From an optimization exercise on the open Yosys and OpenROAD flow, aimed at small area, a short achievable clock period and few clock cycles per item; shortcuts taken in it are not production practice. The RTL was checked by simulation tests, not by an equivalence proof against the original design. Power and IR drop assume default switching activity.

`design/flow/design.v`:
```
module mx_decode (
    input  wire [15:0]       lane,
    input  wire              e43,       
    input  wire              e52,       
    input  wire              kill,
    output wire              sign,
    output wire [7:0]        e,
    output wire [6:0]        f,
    output wire              is_special,
    output wire              is_zero,
    output wire signed [8:0] enorm,
    output wire [6:0]        mn
);
    wire fp8 = e43 | e52;
    assign sign = !kill && (fp8 ? lane[7] : lane[15]);
    assign e    = e43 ? {4'd0, lane[6:3]} : e52 ? {3'd0, lane[6:2]} : lane[14:7];
    assign f    = e43 ? {lane[2:0], 4'd0} : e52 ? {lane[1:0], 5'd0} : lane[6:0];
    assign is_special = e43 ? (lane[6:0] == 7'h7f) : e52 ? (lane[6:2] == 5'h1f) : (lane[14:7] == 8'hff);
    wire h = |e;
    assign is_zero = !h && (f == 7'd0);
    reg [2:0] lz;
    always @* begin
        casez (f)
            7'b1??????: lz = 3'd0;
            7'b01?????: lz = 3'd1;
            7'b001????: lz = 3'd2;
            7'b0001???: lz = 3'd3;
            7'b00001??: lz = 3'd4;
            7'b000001?: lz = 3'd5;
            default:    lz = 3'd6;
        endcase
    end
    wire [6:0] fs = f << lz;
    assign enorm = (is_zero || kill) ? -9'sd256 : h ? $signed({1'b0, e}) : -$signed({6'd0, lz});
    assign mn    = h ? f : {fs[5:0], 1'b0};
endmodule
module mx_round (
    input  wire              sign,
    input  wire signed [8:0] enorm,
    input  wire [6:0]        mn,
    input  wire signed [9:0] t,
    input  wire              elem,     
    output wire [7:0]        code,     
    output wire              sat
);
    wire [9:0] w1 = {enorm[8], enorm} - t;
    wire neg  = w1[9];
    wire pos  = !neg && (w1[4:0] != 5'd0);
    wire near = neg && (w1[8:3] == 6'h3f) && (w1[2:1] != 2'b00);    
    wire [2:0] rs = pos ? 3'd0 : near ? 3'd1 - w1[2:0] : (neg ? 3'd7 : 3'd1);
    wire [7:0] y0 = {1'b1, mn};
    wire [7:0] y1 = rs[0] ? {1'b0, y0[7:1]} : y0;
    wire       s1 = rs[0] & y0[0];
    wire [7:0] y2 = rs[1] ? {2'b0, y1[7:2]} : y1;
    wire       s2 = s1 | (rs[1] & |y1[1:0]);
    wire [7:0] x  = rs[2] ? {4'b0, y2[7:4]} : y2;
    wire       lost = s2 | (rs[2] & |y2[3:0]);
    wire st4 = |x[2:0] | lost;
    wire r4  = x[3] & (x[4] | st4);
    wire r2  = x[5] & (x[6] | x[4] | x[3] | st4);
    wire [3:0] ex = pos ? w1[3:0] : 4'd0;
    wire [6:0] m4 = {ex, x[6:4]} + {6'd0, r4};
    wire [2:0] m2 = {ex[1:0], x[6]} + {2'd0, r2};
    wire nz4 = |mn[4:0];
    wire sat4 = !neg & (w1[4] | ((w1[3:0] == 4'hf) & mn[6] & mn[5] & nz4));
    wire sat2 = !neg & ((w1[4:2] != 3'd0) | ((w1[1:0] == 2'd3) & mn[6] & (mn[5] | nz4)));
    assign sat  = elem ? sat2 : sat4;
    wire [6:0] mag = elem ? (sat2 ? 7'd7 : {4'd0, m2}) : (sat4 ? 7'h7e : m4);
    assign code = elem ? {4'd0, sign, mag[2:0]} : {sign, mag};
endmodule
module mx_quant (
    input  wire         clk,
    input  wire         rst,
    input  wire         in_valid,
    output wire         in_ready,
    input  wire [511:0] in_data,
    input  wire [1:0]   in_fmt,
    input  wire         in_elem,
    input  wire [1:0]   in_shift,
    output wire         out_valid,
    input  wire         out_ready,
    output wire [255:0] out_elems,
    output wire [15:0]  out_entry
);
    reg            v1, v2;       
    reg            ov;           
    reg            full;         
    reg            nfull;        
    wire           adv      = !full;
    wire           write    = v2 && !full;
    wire           hfree    = !ov || out_ready;      
    wire           full_n   = !hfree && (full || write);
    assign in_ready  = nfull;
    assign out_valid = ov;
    always @(posedge clk) begin
        if (rst) begin
            v1 <= 1'b0; v2 <= 1'b0; ov <= 1'b0; full <= 1'b0; nfull <= 1'b1;
        end else begin
            if (adv) begin
                v1 <= in_valid;
                v2 <= v1;
            end
            ov    <= hfree ? (full || write) : 1'b1;
            full  <= full_n;
            nfull <= !full_n;
        end
    end
    reg [511:0] r1_data;
    reg         r1_bf, r1_fp8, r1_e43, r1_e52;
    reg         r1_elem;
    reg [1:0]   r1_shn;
    always @(posedge clk) begin
        if (adv) begin
            r1_data <= in_data;
            r1_bf   <= (in_fmt != 2'd1) && (in_fmt != 2'd2);
            r1_fp8  <= (in_fmt == 2'd1) || (in_fmt == 2'd2);
            r1_e43  <= (in_fmt == 2'd1);
            r1_e52  <= (in_fmt == 2'd2);
            r1_elem <= in_elem;
            r1_shn  <= in_shift;
        end
    end
    wire [31:0]  l_sign, l_special, l_zero;
    wire [223:0] l_mn;
    wire [287:0] l_en;
    wire         any_special;
    integer      i;
    genvar g;
    generate
        for (g = 0; g < 32; g = g + 1) begin : lane
            wire [7:0] e_unused;
            wire [6:0] f_unused;
            mx_decode u_dec (
                .lane (r1_data[16*g +: 16]), .e43 (r1_e43), .e52 (r1_e52), .kill (any_special),
                .sign (l_sign[g]), .e (e_unused), .f (f_unused),
                .is_special (l_special[g]), .is_zero (l_zero[g]),
                .enorm (l_en[9*g +: 9]), .mn (l_mn[7*g +: 7])
            );
        end
    endgenerate
    assign any_special = |l_special;
    wire all_zero = &l_zero;
    wire [255:0] key;
            wire [223:0] frac_all;
    genvar b;
    generate
        for (g = 0; g < 32; g = g + 1) begin : kd
            if (g < 16) begin : kb
                assign key[8*g +: 8] = r1_bf ? r1_data[16*g + 7 +: 8] : {1'b0, r1_data[16*g +: 7]};
            end else begin : kf
                assign key[8*g +: 8] = r1_fp8 ? {1'b0, r1_data[16*g +: 7]} : r1_data[16*g + 7 +: 8];
            end
        end
    endgenerate
    function [3:0] lod16;        
        input [15:0] v;
        reg   [7:0]  v8;
        reg   [3:0]  v4;
        reg   [1:0]  v2;
        begin
            lod16[3] = |v[15:8];
            v8       = lod16[3] ? v[15:8] : v[7:0];
            lod16[2] = |v8[7:4];
            v4       = lod16[2] ? v8[7:4] : v8[3:0];
            lod16[1] = |v4[3:2];
            v2       = lod16[1] ? v4[3:2] : v4[1:0];
            lod16[0] = v2[1];
        end
    endfunction
    wire [15:0] ohh, ohl;
    wire [3:0]  mh, ml;
    wire [31:0] cand;
    generate
        for (b = 0; b < 16; b = b + 1) begin : hb
            wire [31:0] hv;
            for (g = 0; g < 32; g = g + 1) begin : hl
                assign hv[g] = (key[8*g + 4 +: 4] == b);
            end
            assign ohh[b] = |hv;
        end
    endgenerate
    assign mh = lod16(ohh);
    generate
        for (g = 0; g < 32; g = g + 1) begin : cd
            assign cand[g] = (key[8*g + 4 +: 4] == mh);
        end
        for (b = 0; b < 16; b = b + 1) begin : lb
            wire [31:0] lv;
            for (g = 0; g < 32; g = g + 1) begin : ll
                assign lv[g] = cand[g] && (key[8*g +: 4] == b);
            end
            assign ohl[b] = |lv;
        end
    endgenerate
    assign ml = lod16(ohl);
    generate
        for (g = 0; g < 32; g = g + 1) begin : fa
            assign frac_all[7*g +: 7] = r1_data[16*g +: 7];
        end
    endgenerate
    reg [6:0] forall;
    always @* begin
        forall = 7'd0;
        for (i = 0; i < 7; i = i + 1)
            forall[i] = |(frac_all & ({32{7'd1 << i}}));
    end
    wire [7:0]  kmx1  = {mh, ml};
    wire [7:0]  emx1  = r1_bf ? kmx1 : r1_e43 ? {4'd0, kmx1[6:3]} : {3'd0, kmx1[6:2]};
    wire [6:0]  fsub1 = r1_bf ? forall : r1_e43 ? {kmx1[2:0], 4'd0} : {kmx1[1:0], 5'd0};
    reg [31:0]  r2_sign;
    reg [287:0] r2_en;
    reg [223:0] r2_mn;
    reg [7:0]   r2_emx;
    reg [6:0]   r2_fsub;
    reg [4:0]   r2_a, r2_ab;
    reg         r2_elem, r2_bf, r2_e43, r2_spec, r2_zero;
    always @(posedge clk) begin
        if (adv) begin
            r2_sign   <= l_sign;
            r2_en     <= l_en;
            r2_mn     <= l_mn;
            r2_emx    <= emx1;
            r2_fsub   <= fsub1;
            r2_a      <= (r1_elem ? 5'd3 : 5'd15) + {3'd0, r1_shn};
            r2_ab     <= (r1_elem ? 5'd2 : 5'd8) + {3'd0, r1_shn};
            r2_elem   <= r1_elem;
            r2_bf     <= r1_bf;
            r2_e43    <= r1_e43;
            r2_spec   <= any_special;
            r2_zero   <= all_zero;
        end
    end
    wire [7:0] emx  = r2_emx;
    wire [6:0] fsub = r2_fsub;
    reg [2:0] lzt;
    always @* begin
        casez (fsub)
            7'b1??????: lzt = 3'd0;
            7'b01?????: lzt = 3'd1;
            7'b001????: lzt = 3'd2;
            7'b0001???: lzt = 3'd3;
            7'b00001??: lzt = 3'd4;
            7'b000001?: lzt = 3'd5;
            default:    lzt = 3'd6;
        endcase
    end
    wire        nzmx = (emx != 8'd0);
    wire [4:0]  a    = r2_a;
    wire [4:0]  ab   = r2_ab;     
    wire        clmp = r2_bf && (!nzmx || (emx <= {3'd0, ab}));
    wire [9:0]  etop = nzmx ? {2'd0, emx} : -{7'd0, lzt};
    wire [9:0]  tv   = clmp ? (r2_elem ? 10'h3ff : 10'h3f9) : etop - {5'd0, a};
    wire [9:0] abf  = r2_bf ? {5'd0, ab} : r2_e43 ? {5'd0, ab} - 10'd120 : {5'd0, ab} - 10'd112;
    wire [9:0] sc   = clmp ? 10'd0 : etop - abf;
    wire [9:0] r2_entry = r2_spec ? 10'h2ff : r2_zero ? 10'h17f : {2'b00, sc[7:0]};
    wire [255:0] l_code;
    wire [31:0]  l_sat;
    generate
        for (g = 0; g < 32; g = g + 1) begin : quant
            mx_round u_rnd (
                .sign (r2_sign[g]), .enorm (r2_en[9*g +: 9]), .mn (r2_mn[7*g +: 7]),
                .t (tv), .elem (r2_elem),
                .code (l_code[8*g +: 8]), .sat (l_sat[g])
            );
        end
    endgenerate
    wire [266:0] result = {|l_sat, r2_entry, l_code};
    reg [266:0] qh, qs;
    always @(posedge clk) begin
        if (write) qs <= result;
        if (hfree) qh <= full ? qs : result;
    end
    assign out_elems = qh[255:0];
    assign out_entry = {5'd0, qh[266:256]};
endmodule
```
`design/flow/flow/run.sh`:
```
#!/bin/bash
# Layout flow: the standard ORFS flow (standard.sh, unchanged synthesis),
# with one difference: the input and output ports are buffered with
# sky130_fd_sc_hd__buf_2 instead of the cell buffer_ports picks by default.
set -euo pipefail
here=$(pwd)
cp config.mk flow_config.mk
echo 'export BUFFER_PORTS_ARGS = -buffer_cell sky130_fd_sc_hd__buf_2' >> flow_config.mk
sed "s#DESIGN_CONFIG=[^ ]*#DESIGN_CONFIG=$here/flow_config.mk#" standard.sh > flow_standard.sh
bash flow_standard.sh finish > flow_make.log 2>&1
```
`design/flow/standard.sh`:
```
#!/bin/bash
# synth_recipe.tcl (not shown) runs the flow's synth.tcl, then flattens the netlist and writes it again
# the make line also repeats each setting of config.mk as NAME=value (left out here)
make -C /OpenROAD-flow-scripts/flow DESIGN_CONFIG=/design/flow/config.mk WORK_HOME=/design/flow/orfs CLKGATE_MAP_FILE= SYNTH_SCRIPT=/design/flow/synth_recipe.tcl "${@:-finish}"
```
`design/flow/config.mk`:
```
export PLATFORM = sky130hd
export DESIGN_NAME = mx_quant
export DESIGN_NICKNAME = mx_quant
export VERILOG_FILES = /design/flow/design.v
export SDC_FILE = /design/flow/constraint.sdc
export NUM_CORES = 4
export LEC_CHECK = 0
export ABC_AREA = 1
export CAP_MARGIN = 50
export CORE_MARGIN = 2
export CORE_UTILIZATION = 40
export SLEW_MARGIN = 70
```
`design/flow/constraint.sdc`:
```
create_clock -name core_clock -period 34.0 [get_ports {clk}]
set_input_delay 6.8000 -clock core_clock [delete_from_list [all_inputs] [get_ports {clk}]]
set_output_delay 6.8000 -clock core_clock [all_outputs]
set_load 0.01 [all_outputs]
```
==> results of run 1 <==
## worst min-delay path: stages (launching register included)
cell and delay, ns:
dfxtp_1 0.31, nand2_1 0.06, a21oi_1 0.06
## synthesized netlist by cell type (149+ instances only)
cell type and instances:
edfxtp_1 1625, nand4_1 287, nor2_1 1887, xor2_1 149, nand2_1 4039, nand3_1 1120, o21ai_0 1473, clkbuf_1 284
a21oi_1 805, ha_1 441, nor3_1 296, or2_2 154, inv_1 2170
## stage by stage
| step | hold WS, ns | power, mW | instances | instance area [sq um] |
|---|---|---|---|---|
| 2_1_floorplan | 0.439 | 7.72 | 16123 | 119000 |
| 4_1_cts | 0.491 | 12.3 | 21227 | 138000 |
| 3_5_place_dp | 0.482 | 10.2 | 20885 | 132000 |
| 6_report | 0.482 | 12.5 | 21270 | 139000 |
| 5_1_grt | 0.519 | 13.4 | 21254 | 139000 |
| 3_3_place_gp | 0.459 | 10.0 | 20580 | 127000 |
## registers in the layout (all words and copies together) (netlist names), 6 cells and up
| signal | cells |
|---|---|
| qh | 267 |
| r2_emx | 8 |
| r2_en | 288 |
| r2_mn | 224 |
| r1_data | 512 |
| r2_fsub | 6 |
| qs | 267 |
| r2_sign | 32 |
## routing by layer
layer,vias to the layer above,global-route usage
met1,56491,0.557
met5,-,0
met2,6324,0.460
li1,56674,-
met4,16,0.132
met3,865,0.0889
## kinds of logic after synthesis
group                    after synthesis
AO/OA/AOI/OAI                       3117
XOR/XNOR                             227
adder cells (fa/ha/maj)              475
buffers and inverters               2601
flip-flops                          1630
multiplexers                           4
other                                  1
AND/OR/NAND/NOR                     8064
## area by class of cell
class / count / area [sq um] / share of cell area
Inverter: 2192 / 8340 / 0.0602
Multi-Input combinational cell: 11892 / 61700 / 0.445
Clock inverter: 126 / 1240 / 0.00898
Sequential cell: 1630 / 48900 / 0.353
Clock buffer: 216 / 4870 / 0.0352
Antenna cell: 20 / 50.0 / 0.000361
Tap cell: 3939 / 4930 / 0.0356
Timing Repair Buffer: 1255 / 8570 / 0.0618
## power breakdown
group          leakage [nW]  internal (mW)  switching [mW]
Combinational          42.7           2.31            5.15
Clock                  2.98           1.17           0.882
Sequential             17.4           2.77           0.188
## worst min path at each step
stage	startpoint	to	slack, ns
global route	v1	v1	0.52
floorplan	v1	v1	0.44
detailed placement	v1	v1	0.48
finish	v1	v1	0.48
CTS	v1	v1	0.49
global placement	v1	v1	0.46
==> notes.md, run 1 <==
* RSZ-0062 raised after global routing: no
* Final Util at 0.468
* Post-route clock skew at slightly below 0.09 ns
* Yosys Warn Count at 2
* Nets at 18156
* Pre-CTS setup slack at approximately 25 ns
* Core area at 296000 sq um
* Filler cell count at between 20000 and 30000
* Total gr overflow at 0
* Mean post-synth cell area at ~7.4 sq um
* Num rows at 200
* Worst Setup End Kind: output pin
* Min Clock Period, post-route at 8.41 ns
* Vias in the first global route at roughly 110k
* Cells after synthesis at roughly 16000
* Post-cts hold buffer count at 0
* Static Leak at 63.1 nW
* Num Clock Sinks at 1630
* Slew of the pin with the lowest slew margin at roughly 0.54 ns
* All-Layer GR Usage at 0.357
* Worst EP required at between 20 and 30 ns
* WL/cell at approximately 26 microns
* Crit. path cell count at 1
* Status: timing/DRC/antenna clean
* Die Span Y at between 500 and 600 microns
* Critical path class: flop to output pin
* Hold Crit Depth at 2
* Register area share after synthesis at 0.412
* Initial antenna violation count at between 40 and 50
* Total CTS buffers at 189
* Synth area leaders: edfxtp_1 41%, nand2_1 13%, inv_1 6.9%
* Cell count of the worst reg-to-reg path at 47
* Largest stage delay, worst path at between 0.5 and 0.6 ns
* Largest area contributor in the netlist: edfxtp_1
* Post-synthesis compound-gate area fraction at 0.149
* Iteration-0 DRC Markers at about 17000
* Worst path slowest cell: edfxtp_1
* Routed Wire Length at approximately 560 mm
* Startpoint class of the critical path: flop
* Pwr Density at 90.0 nW/um^2
* FF+latch count, synth at roughly 1600
* Die width at between 500 and 600 microns
* CTS tree: done
* Post-synthesis xor/xnor area fraction at 0.0167
* WL met3 at 65.3 mm
* Commonest non-fill, non-tap cell in the layout: nand2_1
* Post-synthesis mux area share at 0.000337
* Final max-slew violation count at 0
* CP arrival at roughly 1.6 ns
* Top routing layer used: met5
* Syn Std Cell Area at approximately 120000 sq um
* CP Max Fanout at 1
* Synth Flop Type: edfxtp_1
* Initial core utilization at 0.401
* Worst Path Buf+Inv at 1
* Vias per inst at approximately 5.7
* CTS Buffer Depth at 4
* DR pass1 iterations at 7
* Largest delay share family, worst path: flip-flops
* Met1 WL at around 260 mm
* DR vias at 120370
* Largest net degree at the start of global routing at 91
* Cell Chain, Critical Path: buf_2
* Latest clock arrival within the worst-skew pair at between 0.9 and 1 ns
* Total negative slack at 0 ns
* Final Hold Fails at 0
* Count of buffers from port buffering at roughly 790
* Area share of the largest cell type after synthesis at 0.411
* Most frequent cells in the layout: 4030 x nand2_1, 2138 x inv_1, 1842 x nor2_1
* Slew margin rel. at 0.639
* Worst Setup SP: qh[256]
* Htree depth at 4
* Netlist cell types at 76
* Combinational family with the most area after synthesis: simple AND/OR/NAND/NOR gates
* Area delta synth->final at 16.6%
* Routability cong. at ~1.1
* Final WS setup at around 26 ns
* Fmax at 119 MHz
* Post-synthesis simple-gate area fraction at 0.286
* Tcrit/Tclk final at 0.247
* FF-to-FF setup slack at around 26 ns
* Post-CTS resize count at 0
* Worst vdd ir at between 60 and 70 uV
* Wire length on met2 at 207 mm
* DRC errors left at 0
* Crit Reg-Reg Endpoint: qh[246]
* Fraction of registers with async set/reset at 0
* First-pass GRT wire length at between 700 and 800 mm
* Antenna-violating nets left at 0
* Critical Path Sink: out_entry[0]
* Reg-to-Reg Start: r2_fsub[3]
* Synth Area in Adders at 0.0522
* Max Cap Violations at 0
* Clock root cell: clkbuf_16
* # setup viols final at 0
* Post-synth EDFFs at around 1600
* Io pins at approximately 800
* Hold Crit Class: flop to flop
* Die area at between 300000 and 400000 sq um
* # Post-CTS Setup Buffers at 0
* Share of layout cells above drive strength 1 at 0.125
* DP Wirelength at roughly 460 mm
* Clk slew on worst S/H paths at ~0.06 ns
Testbench counts, summed over its fixed seeds: cycles 3,224, items 3,200.
==> run 2: changes to the inputs <==
--- a/design/flow/design.v
+++ b/design/flow/design.v
@@ -169,5 +169,5 @@
     endfunction
     wire [15:0] ohh, ohl;
-    wire [3:0]  mh, ml;
+    wire [3:0]  mh;
     wire [31:0] cand;
     generate
@@ -193,5 +193,4 @@
         end
     endgenerate
-    assign ml = lod16(ohl);
     generate
         for (g = 0; g < 32; g = g + 1) begin : fa
@@ -205,12 +204,10 @@
             forall[i] = |(frac_all & ({32{7'd1 << i}}));
     end
-    wire [7:0]  kmx1  = {mh, ml};
-    wire [7:0]  emx1  = r1_bf ? kmx1 : r1_e43 ? {4'd0, kmx1[6:3]} : {3'd0, kmx1[6:2]};
-    wire [6:0]  fsub1 = r1_bf ? forall : r1_e43 ? {kmx1[2:0], 4'd0} : {kmx1[1:0], 5'd0};
     reg [31:0]  r2_sign;
     reg [287:0] r2_en;
     reg [223:0] r2_mn;
-    reg [7:0]   r2_emx;
-    reg [6:0]   r2_fsub;
+    reg [3:0]   r2_mh;
+    reg [15:0]  r2_ohl;
+    reg [6:0]   r2_forall;
     reg [4:0]   r2_a, r2_ab;
     reg         r2_elem, r2_bf, r2_e43, r2_spec, r2_zero;
@@ -220,6 +217,7 @@
             r2_en     <= l_en;
             r2_mn     <= l_mn;
-            r2_emx    <= emx1;
-            r2_fsub   <= fsub1;
+            r2_mh     <= mh;
+            r2_ohl    <= ohl;
+            r2_forall <= forall;
             r2_a      <= (r1_elem ? 5'd3 : 5'd15) + {3'd0, r1_shn};
             r2_ab     <= (r1_elem ? 5'd2 : 5'd8) + {3'd0, r1_shn};
@@ -231,6 +229,8 @@
         end
     end
-    wire [7:0] emx  = r2_emx;
-    wire [6:0] fsub = r2_fsub;
+    wire [3:0] ml   = lod16(r2_ohl);
+    wire [7:0] kmx  = {r2_mh, ml};
+    wire [7:0] emx  = r2_bf ? kmx : r2_e43 ? {4'd0, kmx[6:3]} : {3'd0, kmx[6:2]};
+    wire [6:0] fsub = r2_bf ? r2_forall : r2_e43 ? {kmx[2:0], 4'd0} : {kmx[1:0], 5'd0};
     reg [2:0] lzt;
     always @* begin
==> run 2 against run 1 <==
Compared with the run above:
- still clean on timing, DRC and antenna
- area after synthesis fell by 0.75%
- die area fell by 0.75%
- via count fell by 0.68%
- setup slack got worse by 1.5 ns
- core utilization rose by 0.46 points
- clock skew rose by 0.016 ns
- largest power group unchanged
==> notes.md, run 2 <==
* Status: timing/DRC/antenna clean (unchanged)
* Synth Flop Type: edfxtp_1 (unchanged)
* # setup viols final at 0 (unchanged)
* Latest clock arrival within the worst-skew pair at 0.96 ns (was 0.92 ns)
* Most frequent CP cell: nand2_1
* Netlist cell types at 69 (was 76)
* DR vias at 119556 (was 120370)
* CTS Buffer Depth at 4 (unchanged)
* Part of the power in registers at 0.216 (was 0.237)
* Vias per inst at 5.67 (was 5.66)
* Commonest non-fill, non-tap cell in the layout: nand2_1 (unchanged)
* Critical path class: flop to flop (was flop to output pin)
* Most frequent cells in the layout: 4098 x nand2_1, 2216 x inv_1, 1636 x edfxtp_1 (was 4030 x nand2_1, 2138 x inv_1, 1842 x nor2_1)
* Io pins at 795 (unchanged)
* Routability cong. at 1.09 (was 1.07)
* Total power at 14.0 mW (was 12.5 mW)
* Max Cap Violations at 0 (unchanged)
* Post-synthesis compound-gate area fraction at 0.141 (was 0.149)
* Mean post-synth cell area at 7.42 sq um (was 7.37 sq um)
* Syn Std Cell Area at 118000 sq um (was 119000 sq um)
* CP arrival at 10.51 ns (was 1.61 ns)
* Tcrit/Tclk final at 0.291 (was 0.247)
* # Post-CTS Setup Buffers at 0 (unchanged)
* WL/cell at 26.4 microns (was 26.2 microns)
* Final Hold Fails at 0 (unchanged)
* Vias in the first global route at 105205 (was 106106)
* Fraction of registers with async set/reset at 0 (unchanged)
* Final instance area at 139000 sq um (about the same)
* Share of layout cells above drive strength 1 at 0.130 (was 0.125)
* Cells after synthesis at 15898 (was 16119)
* Synth area leaders: edfxtp_1 42%, nand2_1 13%, inv_1 7.2% (was edfxtp_1 41%, nand2_1 13%, inv_1 6.9%)
* Post-synth EDFFs at 1636 (was 1625)
* Nets at 17996 (was 18156)
* Count of buffers from port buffering at 789 (unchanged)
* Hold Crit Class: flop to flop (unchanged)
* Die width at 547 microns (was 549 microns)
* Antenna-violating nets left at 0 (unchanged)
* Htree depth at 4 (unchanged)
* Worst vdd ir at 86.7 uV (was 63.3 uV)
* CTS tree: done (unchanged)
* Pwr Density at 101 nW/um^2 (was 90.0 nW/um^2)
* Clk slew on worst S/H paths at 0.06 ns (about the same)
* Dpl cells at 20692 (was 20885)
* All-Layer GR Usage at 0.358 (was 0.357)
* Comb pwr share at 0.634 (was 0.598)
* Die Span Y at 547 microns (was 549 microns)
* Final Util at 0.472 (was 0.468)
* Routed Wire Length at 557 mm (was 558 mm)
* Hold Slack at 0.477 ns (was 0.482 ns)
* RSZ-0062 raised after global routing: no (unchanged)
* Worst EP required at 34.63 ns (was 27.20 ns)
* DP Wirelength at 460 mm (was 461 mm)
* Total gr overflow at 0 (unchanged)
* Fmax at 101 MHz (was 119 MHz)
* Min Clock Period, post-route at 9.88 ns (was 8.41 ns)
* Switch Pwr at 7.12 mW (was 6.22 mW)
* Largest stage delay, worst path at 0.51 ns (was 0.52 ns)
* Total CTS buffers at 193 (was 189)
* Placement Cell Area at 132000 sq um (about the same)
* Final max-slew violation count at 0 (unchanged)
* First-pass GRT wire length at 773 mm (was 774 mm)
* Initial antenna violation count at 48 (was 49)
* Register area share after synthesis at 0.417 (was 0.412)
* Clock share of power at 0.150 (was 0.165)
* Slew margin rel. at 0.659 (was 0.639)
* Post-CTS resize count at 0 (unchanged)
* Iteration-0 DRC Markers at 16124 (was 16922)
* Most common cell in the synthesized netlist: nand2_1 (unchanged)
* Biggest register: r1_data (unchanged)
* Largest area contributor in the netlist: edfxtp_1 (unchanged)
* Startpoint class of the critical path: flop (unchanged)
* Die area at 299000 sq um (was 301000 sq um)
* Worst path slowest cell: or4_1 (was edfxtp_1)
* Num Clock Sinks at 1641 (was 1630)
* Int Power at 6.91 mW (was 6.26 mW)
* Fin cells at 21084 (was 21270)
* CP Max Fanout at 17 (was 1)
* Combinational family with the most area after synthesis: simple AND/OR/NAND/NOR gates (unchanged)
* Largest net degree at the start of global routing at 77 (was 91)
* DR pass1 iterations at 7 (unchanged)
* Area delta synth->final at 17.6% (was 16.6%)
* Slew of the pin with the lowest slew margin at 0.506 ns (was 0.541 ns)
* FF+latch count, synth at 1641 (was 1630)
* Post-cts hold buffer count at 0 (unchanged)
* Initial core utilization at 0.402 (was 0.401)
* Area share of the largest cell type after synthesis at 0.417 (was 0.411)
* Worst Setup End Kind: flop (was output pin)
* Final WS setup at 24.12 ns (was 25.59 ns)
* Yosys Warn Count at 2 (unchanged)
* Total negative slack at 0 ns (unchanged)
* Post-synthesis simple-gate area fraction at 0.283 (was 0.286)
* DRC errors left at 0 (unchanged)
* Clock root cell: clkbuf_16 (unchanged)
* Synth cell count leaders: 4101 x nand2_1, 2250 x inv_1, 1642 x nor2_1, 1636 x edfxtp_1, 1358 x o21ai_0 (was 4039 x nand2_1, 2170 x inv_1, 1887 x nor2_1, 1625 x edfxtp_1, 1473 x o21ai_0)
* Pre-CTS setup slack at 24.35 ns (was 24.94 ns)
* Sw frac at 0.507 (was 0.498)
* Core area at 294000 sq um (was 296000 sq um)
* Post-synthesis xor/xnor area fraction at 0.0192 (was 0.0167)
* Post-route clock skew at 0.103 ns (was 0.0876 ns)
* Max FFs per register at 512 (unchanged)
* Post-synthesis mux area share at 0.0000849 (was 0.000337)
* Largest regs: r1_data: 512 flops, r2_en: 288 flops (unchanged)
* Num rows at 199 (was 200)
* Static Leak at 64.3 nW (was 63.1 nW)
* Synth Area in Adders at 0.0527 (was 0.0522)
run 2: kinds of logic (layout without fill, tap and decap cells):
| group | Yosys count | count (layout) |
|---|---|---|
| DFF | 1641 | 1641 |
| other | 1 | 18 |
| muxes | 1 | 1 |
| xor gates and xnor gates | 258 | 258 |
| and+or+nand+nor | 7892 | 7892 |
| adders and majority gates | 476 | 476 |
| buffers and inverters | 2675 | 3925 |
| AOI/OAI and AO/OA | 2954 | 2954 |
run 2: cell type report:
| cell class | count | area (sq um) |
|---|---|---|
| Tap cell | 3919 | 4900 |
| Antenna cell | 13 | 32.5 |
| Clock buffer | 224 | 4970 |
| Inverter | 2280 | 8630 |
| Sequential cell | 1641 | 49200 |
| Clock inverter | 124 | 1300 |
| Fill cell | 29309 | 155000 |
| Multi-Input combinational cell | 11586 | 60700 |
| Timing Repair Buffer | 1297 | 8930 |
run 2: routing by layer:
layer / part of all wire / vias up / GRT usage
li1: - / 56021 / -
met1: 0.45 / 56214 / 0.535
met2: 0.39 / 6389 / 0.482
met3: 0.12 / 898 / 0.0893
met4: 0.050 / 34 / 0.153
met5: 0.00039 / - / 0
run 2: worst paths after layout:
| kind | slack, ns | from | to | cells past startpoint |
|---|---|---|---|---|
| setup / recovery | 24.12 | r2_ohl[14] | qh[142] | 52 |
| hold reg to reg | 0.48 | v1 | v1 | 2 |
| hold / removal | 0.48 | v1 | v1 | 2 |
| setup reg to reg | 24.12 | r2_ohl[14] | qh[142] | 52 |
run 2: power by group through the flow:
| stage | logic, mW | clock network (mW) | registers [mW] |
|---|---|---|---|
| global route | 9.93 | 2.22 | 3.04 |
| detailed placement | 8.62 | 0 | 3.06 |
| global placement | 8.34 | 0 | 3.10 |
| CTS | 8.67 | 2.15 | 3.02 |
| floorplan | 5.79 | 0 | 3.05 |
| finish | 8.89 | 2.11 | 3.02 |
run 2: worst max-delay path, delay by kind of cell, from the launching register on:
family / cells / cell delay (ns)
AND/OR/NAND/NOR: 23 / 3.50
AO/OA/AOI/OAI: 15 / 2.71
buffers and inverters: 8 / 1.43
adder cells (fa/ha/maj): 5 / 1.41
flip-flops: 1 / 0.42
XOR/XNOR: 1 / 0.10
Testbench counts of run 2, summed over its fixed seeds: cycles 3,224, items 3,200.

## re-timing with driven ports
Ports are ideal in the flow. The routed layouts listed here were re-timed in OpenROAD. Step 1 (the two cells are an assumption about what drives the block):
set clk [get_ports {clk}]
set_driving_cell -lib_cell sky130_fd_sc_hd__clkbuf_16 $clk
set_driving_cell -lib_cell sky130_fd_sc_hd__buf_2 [delete_from_list [all_inputs] $clk]
Step 2 times the ports against the registers' clock, not the clock port: input delays grow and output delays shrink by t, the midpoint of the rising clock arrivals with the driver on. Slacks: ideal ports / drivers / drivers and shift; pairs: ideal ports / drivers.
run	t (ns)	setup slack, ns	hold slack, ns	latest minus earliest clock arrival (ns)	slew at the worst register clock pin (ns)
run 1	0.992	25.595 / 25.484 / 24.943	0.482 / 0.482 / 0.482	0.088 / 0.088	0.09 / 0.09
run 2	1.029	24.120 / 24.120 / 24.120	0.477 / 0.477 / 0.477	0.106 / 0.106	0.09 / 0.09
After both steps setup and hold are still met in every run listed. For run 1, which loses most, drivers alone change the setup slack by -0.111 ns; drivers and shift together by -0.652 ns.
